This design comes from an exercise in tuning for small area, a short achievable clock period and few clock cycles per item on the open sky130 flow, not from production work.
In this exercise RTL edits were held to simulation tests only and were not proved equivalent to the original.

==> flow/design.v, too long to show whole: its modules and the start of the top module <==
// module loop_pv: 1435 lines
// module bk_add: 41 lines
// module bk_add2: 44 lines
module loop_pv (
    input  wire         clk,
    input  wire         rst,
    input  wire [511:0] coef_c,
    input  wire [79:0]  coef_s,
    input  wire [1:0]   bq_en,
    input  wire [30:0]  ilim,
    input  wire [31:0]  fe_max,
    input  wire         start,
    input  wire         pos_en,
    input  wire [63:0]  p_set,      
    input  wire [63:0]  pos_fb,     
    input  wire [63:0]  v_set,      
    input  wire [63:0]  a_set,      
    input  wire [31:0]  v_fb,       
    output reg          ready,
    output reg          done,
    output reg  [31:0]  ep,
    output reg  [31:0]  vref,
    output reg  [31:0]  iqref,
    output reg          sat,
    output reg          sat_evt,
    output reg          fe
);
  // ...
==> flow/flow/run.sh <==
#!/bin/bash
# The standard layout (the standard.sh: standard synthesis, then ORFS to
# the final layout), with one change: the port buffers that global placement
# inserts on every input and output are sky130_fd_sc_hd__buf_1 instead of the
# default choice. The make output goes to standard.log; ORFS writes each
# step's log under orfs/logs/.
set -euo pipefail
bash standard.sh "BUFFER_PORTS_ARGS=-buffer_cell sky130_fd_sc_hd__buf_1" finish > standard.log 2>&1
==> flow/standard.sh <==
#!/bin/bash
# synth_recipe.tcl (not shown) runs the flow's synth.tcl, then flattens the netlist and writes it again
# the make line also repeats each setting of config.mk as NAME=value (left out here)
make -C /OpenROAD-flow-scripts/flow DESIGN_CONFIG=/design/flow/config.mk WORK_HOME=/design/flow/orfs CLKGATE_MAP_FILE= SYNTH_SCRIPT=/design/flow/synth_recipe.tcl "${@:-finish}"
==> flow/config.mk <==
export PLATFORM = sky130hd
export DESIGN_NAME = loop_pv
export DESIGN_NICKNAME = loop_pv
export VERILOG_FILES = /design/flow/design.v
export SDC_FILE = /design/flow/constraint.sdc
export NUM_CORES = 4
export LEC_CHECK = 0
export ABC_AREA = 1
export CAP_MARGIN = 20
export CORE_MARGIN = 2
export CORE_UTILIZATION = 40
export CTS_BUF_LIST = sky130_fd_sc_hd__clkbuf_8
export SLEW_MARGIN = 20
==> flow/constraint.sdc <==
create_clock -name core_clock -period 50.0 [get_ports {clk}]
set_input_delay 10.0000 -clock core_clock [delete_from_list [all_inputs] [get_ports {clk}]]
set_output_delay 10.0000 -clock core_clock [all_outputs]
set_load 0.01 [all_outputs]
==> impl_metrics.csv, run 1 <==
group,metric,value,unit
grt,grt-ovfl-total,0,
grt,grt_pass1_wl,605600,µm
placement,post-place-ws,36790,ps
grt,grt_max_degree,102,
placement,dp.final_hpwl,341700,µm
timing,hold_viol,0,
setup_path,crit_end,"pd$_DFF_P_",
clocking,post_cts_buffers,0,
finish,inverters,1495,
finish,largest_class,"multi-input combinational cells",
status,status,"timing/DRC/antenna clean",
finish,instances_no_fill,14700,
floorplan,start_util,40.12,%
clocking,cts-root-buf,"clkbuf_8",
logic_synthesis,ys_seq_elements,1059,
logic_synthesis,synth_fa_ha_area_share,20.46,%
setup_path,max_stage_delay,470,ps
setup_path,r2r-start,"vr[0]$_DFFE_PN_",
logic_synthesis,synth.most_common_cell,"nand2_1",
route,drc,0,
timing,slew_headroom,16.13,%
clocking,tritoncts,"yes",
logic_synthesis,synth_xor_area_share,8.246,%
setup_path,cp_top_family,"compound AO/OA/AOI/OAI gates",
timing,fin_crit,12270,ps
route,vias,84570,
logic_synthesis,syn_avg_cell_area,8.406,µm²
setup_path,r2r_end,"prod[62]$_DFF_P_",
finish,buffers_excl_clock,1171,
setup_path,critPathSlowestCell,"buf_1",
grt,grt_use_met2,56.68,%
finish,seq_area,0.02765,mm²
logic_synthesis,synth_compound_area_share,16.18,%
finish,clkbuf_count,224,
Testbench counts, summed over its fixed seeds: cycles 76,622, items 8,000.
==> run 2: changes to the inputs <==
--- a/flow/design.v
+++ b/flow/design.v
@@ -50,20 +50,18 @@
     reg  [1:0]  bqe;          
     reg         z_kiv;        
     reg         z_aff;        
     reg         pe2;          
     reg         z_aw;         
     reg         ro0, ro1;     
     reg  [4:0]  nz0, nz1;     
     reg         qe0, qe1;     
-    reg  [39:0] pr;           
-    reg  [39:0] fr;           
-    reg         pb;           
-    reg         pd;           
+    reg  [63:0] pr;           
+    reg  [63:0] fr;           
     reg  [31:0] vsv;          
     reg  [32:0] acv;          
     reg  [31:0] vfb;
     reg  signed [31:0] acs_h;     
     reg  signed [31:0] ep_c;  
     reg         i_ok, vc_ok, q0_ok, q1_ok;
     reg  signed [64:0] i_int;     
     reg  signed [31:0] vcorr;
@@ -74,23 +72,20 @@
     reg  signed [31:0] u;         
     reg  [30:0] ilim_r;
     reg  [31:0] nilim;            
     reg  signed [31:0] mc;
     reg         [4:0]  ms;
     reg  signed [64:0] prod;
     reg         [4:0]  ms2;
     wire take = start && ready;
-    wire [23:0] dlo;                                      
-    wire        dlo_c;
-    bk_add #(24) a_dlo24 (.a(p_set[23:0]), .b(~pos_fb[23:0]), .ci(1'b1), .s(dlo), .co(dlo_c));
-    wire [39:0] dhi;                                      
-    bk_add #(40) a_dpos (.a(pr), .b(~fr), .ci(!pb), .s(dhi), .co());
+    wire [63:0] dpos;                                     
+    bk_add #(64) a_dpos (.a(pr), .b(~fr), .ci(1'b1), .s(dpos), .co());
     wire [40:0] ep_w;
-    bk_add #(41) a_epw (.a({dhi[39], dhi}), .b(41'd0), .ci(pd), .s(ep_w), .co());
+    bk_add #(41) a_epw (.a({dpos[63], dpos[63:24]}), .b(41'd0), .ci(dpos[23]), .s(ep_w), .co());
     wire signed [31:0] ep_cv = (ep_w[40:31] == {10{ep_w[40]}}) ? ep_w[31:0] :
                                (ep_w[40] ? MIN32 : MAX32);
     wire [31:0] fe_m = ep_c ^ {32{ep_c[31]}};
     wire        fe_gt, fe_ge;
     bk_add2 #(32) a_fe (.a(fe_m), .b(~fe_max), .s0(), .s1(), .co0(fe_gt), .co1(fe_ge));
     wire fe_n = (fe_max != 32'd0) && (ep_c[31] ? fe_ge : fe_gt);
     wire [28:0] vs_w;
     bk_add #(29) a_vs (.a({vsv[28], vsv[28:1]}), .b(29'd0), .ci(vsv[0]), .s(vs_w), .co());
@@ -1335,20 +1330,18 @@
         b_ii   <= (t == T_KIV) || (t == T_KPV) || (t == T_AW);
         b_acc  <= (t == T_AFF) || (t >= 5'd6 && t <= 5'd10 && t != q0_first) ||
                   (t >= 5'd11 && t <= 5'd15 && t != q1_first);
         neg    <= (t == 5'd9) || (t == 5'd10) || (t == 5'd14) || (t == 5'd15);
         w_acc  <= (t == T_KPV) || (t == T_AFF) || (t >= 5'd6 && t <= 5'd15);
         w_uy   <= (t == T_AFF) || (t == T_KPV && z_aff) || q_last;
         qe0    <= (t == 5'd10 && !ro0) || (t == 5'd6 && ro0);
         qe1    <= (t == 5'd15 && !ro1) || (t == 5'd11 && ro1);
-        pr <= p_set[63:24];
-        fr <= pos_fb[63:24];
-        pb <= !dlo_c;
-        pd <= dlo[23];
+        pr <= p_set;
+        fr <= pos_fb;
         if (cv) begin
             ep_c <= ep_cv;
             vsv  <= vs_cv;
             acv  <= {1'b0, acs_cv};
         end else if (!opb || t == T_KPV) begin
             vsv <= {3'd0, v_set[63:35]};
             acv <= a_set[63:31];
         end
==> run 2 against run 1 <==
- still clean
- maximum frequency up 4.4%
- non-clock buffer count grew 1
- flip-flop and latch count increased by 46
- worst hold slack worse by 3.6 ps
- clock skew up 24 ps
- count of clock-buffer cells in the layout is 7 higher
==> impl_metrics.csv, run 2 <==
group,metric,value,unit
clocking,post_cts_buffers,0,
hold_path,hold_path_class,"register to register",
timing,setup_violations,0,
status,status,"timing/DRC/antenna clean",
clocking,clk_pin_slew,70,ps
floorplan,die_h,483.2,µm
logic_synthesis,syn-cell-area,0.09186,mm²
logic_synthesis,syn_nets,13170,
clocking,ctsLongestPathBuffers,3,
floorplan,start_util,40.30,%
setup_path,worstPathCellList,"buf_1",
setup_path,worst-path-max-fanout,2,
logic_synthesis,synth.most_common_cell,"nand2_1",
floorplan,dieWidth,483.2,µm
setup_path,cp-end-kind,"primary output",
setup_path,cp_top_family,"buffers and inverters",
setup_path,path_class,"register to primary output",
clocking,cts_buffers,196,
clocking,postCtsHoldBufs,0,
setup_path,critPathSlowestCell,"buf_1",
route,drtAntennaViolNets,0,
finish,nets,13920,
route,vias_per_cell,5.650,
grt,grt_pass1_wl,570600,µm
clocking,h-tree-depth,4,
timing,hold_viol,0,
route,drtPass1Iterations,9,
timing,setup-tns-final,0,ps
logic_synthesis,synthTopCellsByArea,"edfxtp_1 (21%), fa_1 (12%), dfxtp_1 (10%)",
logic_synthesis,ys_seq_elements,1105,
logic_synthesis,syn_inst,11090,
logic_synthesis,yosysSeqAreaShare,31.08,%
setup_path,worst-path-buf-inv,1,
timing,fmax,0.08507,GHz
grt,antenna_found_initial,96,
finish,mostFrequentLayoutCell,"nand2_1",
finish,final_cell_mix,"nand2_1 (2,004), inv_1 (1,751), buf_1 (983), xor2_1 (717), o21ai_0 (695)",
route,post_drt_wl_per_cell,26.54,µm
setup_path,worstPathArrival,1760,ps
clocking,tritoncts,"yes",
clocking,clkLatencyLatePin,1010,ps
job,cap_viol_max_count,0,
logic_synthesis,synth_commonest_cells,"nand2_1 (2,008), inv_1 (1,698), xor2_1 (718)",
finish,area_delta_synth_final,12.23,%
timing,tightest_slew,1233,ps
floorplan,die-area,0.2335,mm²
logic_synthesis,async_flop_share,0,%
setup_path,required,40000,ps
logic_synthesis,synth_edf_count,642,
finish,drive_gt1_share,5.496,%
floorplan,row_count,175,
finish,reg_top3,"acc: 65 flops, i_int: 65 flops, prod: 65 flops",
grt,grt-ovfl-total,0,
clocking,cts-root-buf,"clkbuf_8",
floorplan,num_io_pins,1050,
logic_synthesis,ys.flop_type,"edfxtp_1",
logic_synthesis,syn_avg_cell_area,8.283,µm²
setup_path,startpoint_type,"register",
timing,slew_violations,0,
timing,slew_headroom,17.81,%
clocking,clock_sinks,1105,
logic_synthesis,yosys.cell_types.count,72,
timing,grt_setup_unrepaired,"no",
finish,filler_cell_count,22770,
logic_synthesis,yosysTopAreaCell,"edfxtp_1",
floorplan,core-area,0.2279,mm²
timing,whs,323.4,ps
route,vias,85210,
logic_synthesis,yosysWarnings,9,
grt,grt_pass1_vias,83430,
placement,gp_congestion,1.029,
grt,track_usage,33.20,%
placement,dp.final_hpwl,312100,µm
route,drt_iter0_markers,8724,
route,wirelength,400300,µm
timing,fin_crit,11760,ps
clocking,cts_resized,0,
placement,io_buffers,983,
grt,grt_max_degree,131,
timing,skew,82.72,ps
timing,min_period_over_period,23.51,%
logic_synthesis,synthDominantCellAreaShare,20.99,%
setup_path,max_stage_delay,400,ps
route,drc,0,
-- run 2: cell types whose count changed in the layout (fill, tap and decap cells not counted), moves of 58 or more --
cell	previous run	this run
inv_1	1486	1751
nand2_1	1672	2004
nand3_1	310	531
nor2_1	615	481
o211ai_1	281	339
o21ai_0	959	695
-- run 2: logic make-up after synthesis --
kind of cell / Yosys count / share of synthesized area, %
AND/OR/NAND/NOR: 3407 / 15.69
buffers and inverters: 2354 / 9.813
AO/OA/AOI/OAI: 2182 / 14.54
adder cells (fa/ha/maj): 1131 / 20.05
flip-flops: 1105 / 31.08
XOR/XNOR: 818 / 7.799
multiplexers: 94 / 1.032
-- run 2: layout make-up --
cell class	instances	area (µm²)	area share, %
diodes	66	165.2	0.1602
clock buffers	231	3179	3.084
clock inverters	136	1155	1.120
inverters	1732	6511	6.316
multi-input cells	7632	54610	52.97
flip-flops and latches	1105	28570	27.71
well taps	3009	3765	3.652
repair buffers	1172	5141	4.987
-- run 2: layer usage --
layer	GRT usage (%)	routed length, µm	vias to the layer above
li1	-	-	38540
met1	42.04	157000	41030
met5	0	111	-
met4	19.81	27710	18
met3	8.049	40180	1001
met2	51.31	175300	4628
-- run 2: per-stage QoR --
| step | area [µm²] | setup slack (ps) | utilization (%) | instances |
|---|---|---|---|---|
| after floorplan | 91860 | 38230 | - | 11090 |
| after global placement | 98570 | 37520 | 43.24 | 14650 |
| after detailed placement | 98570 | 37580 | 43.24 | 14650 |
| after CTS | 102900 | 38170 | 45.15 | 15020 |
| after global routing | 103100 | 37690 | 45.21 | 15070 |
| final | 103100 | 38240 | 45.23 | 15080 |
-- run 2: final timing paths --
path	start	endpoint	slack, ps	cells after the start
worst min register to register	ms[1]$_DFF_P_	ms2[1]$_DFF_P_	320	0
worst max register to register	u[27]$_DFFE_PP_	prod[61]$_DFF_P_	38420	44
worst max-delay path	iqref[25]$_SDFFE_PP0P_	iqref[25]	38240	1
worst min-delay path	ms[1]$_DFF_P_	ms2[1]$_DFF_P_	320	0
Testbench counts of run 2, summed over its fixed seeds: cycles 76,622, items 8,000.

-- re-timing with driven ports --
In the flow no input, the clock included, has a driving cell. The finished layouts below were timed again as built, in two steps. Step 1 (the two cells are an assumption about what drives the block):
set clk [get_ports {clk}]
set_driving_cell -lib_cell sky130_fd_sc_hd__clkbuf_16 $clk
set_driving_cell -lib_cell sky130_fd_sc_hd__buf_2 [delete_from_list [all_inputs] $clk]
Step 2 adds t to the input delays and takes it off the output delays; t is the mean of the earliest and latest rising clock arrival at the registers after step 1. Input paths then give back, and output paths get back, about the clock's delay inside the block. a / b / c = ideal / step 1 / step 2; a / b = the first two.
run	shift t [ns]	setup WS [ns]	worst setup path at the end	pins driven straight from the clock port
run 1	1.070	37.727 / 37.797 / 36.727	input to register	1
run 2	1.073	38.244 / 38.149 / 37.590	input to register	1
After both steps setup and hold are still met in every run listed. For run 1, which loses most, drivers alone change the setup slack by +0.070 ns; drivers and shift together by -1.000 ns.
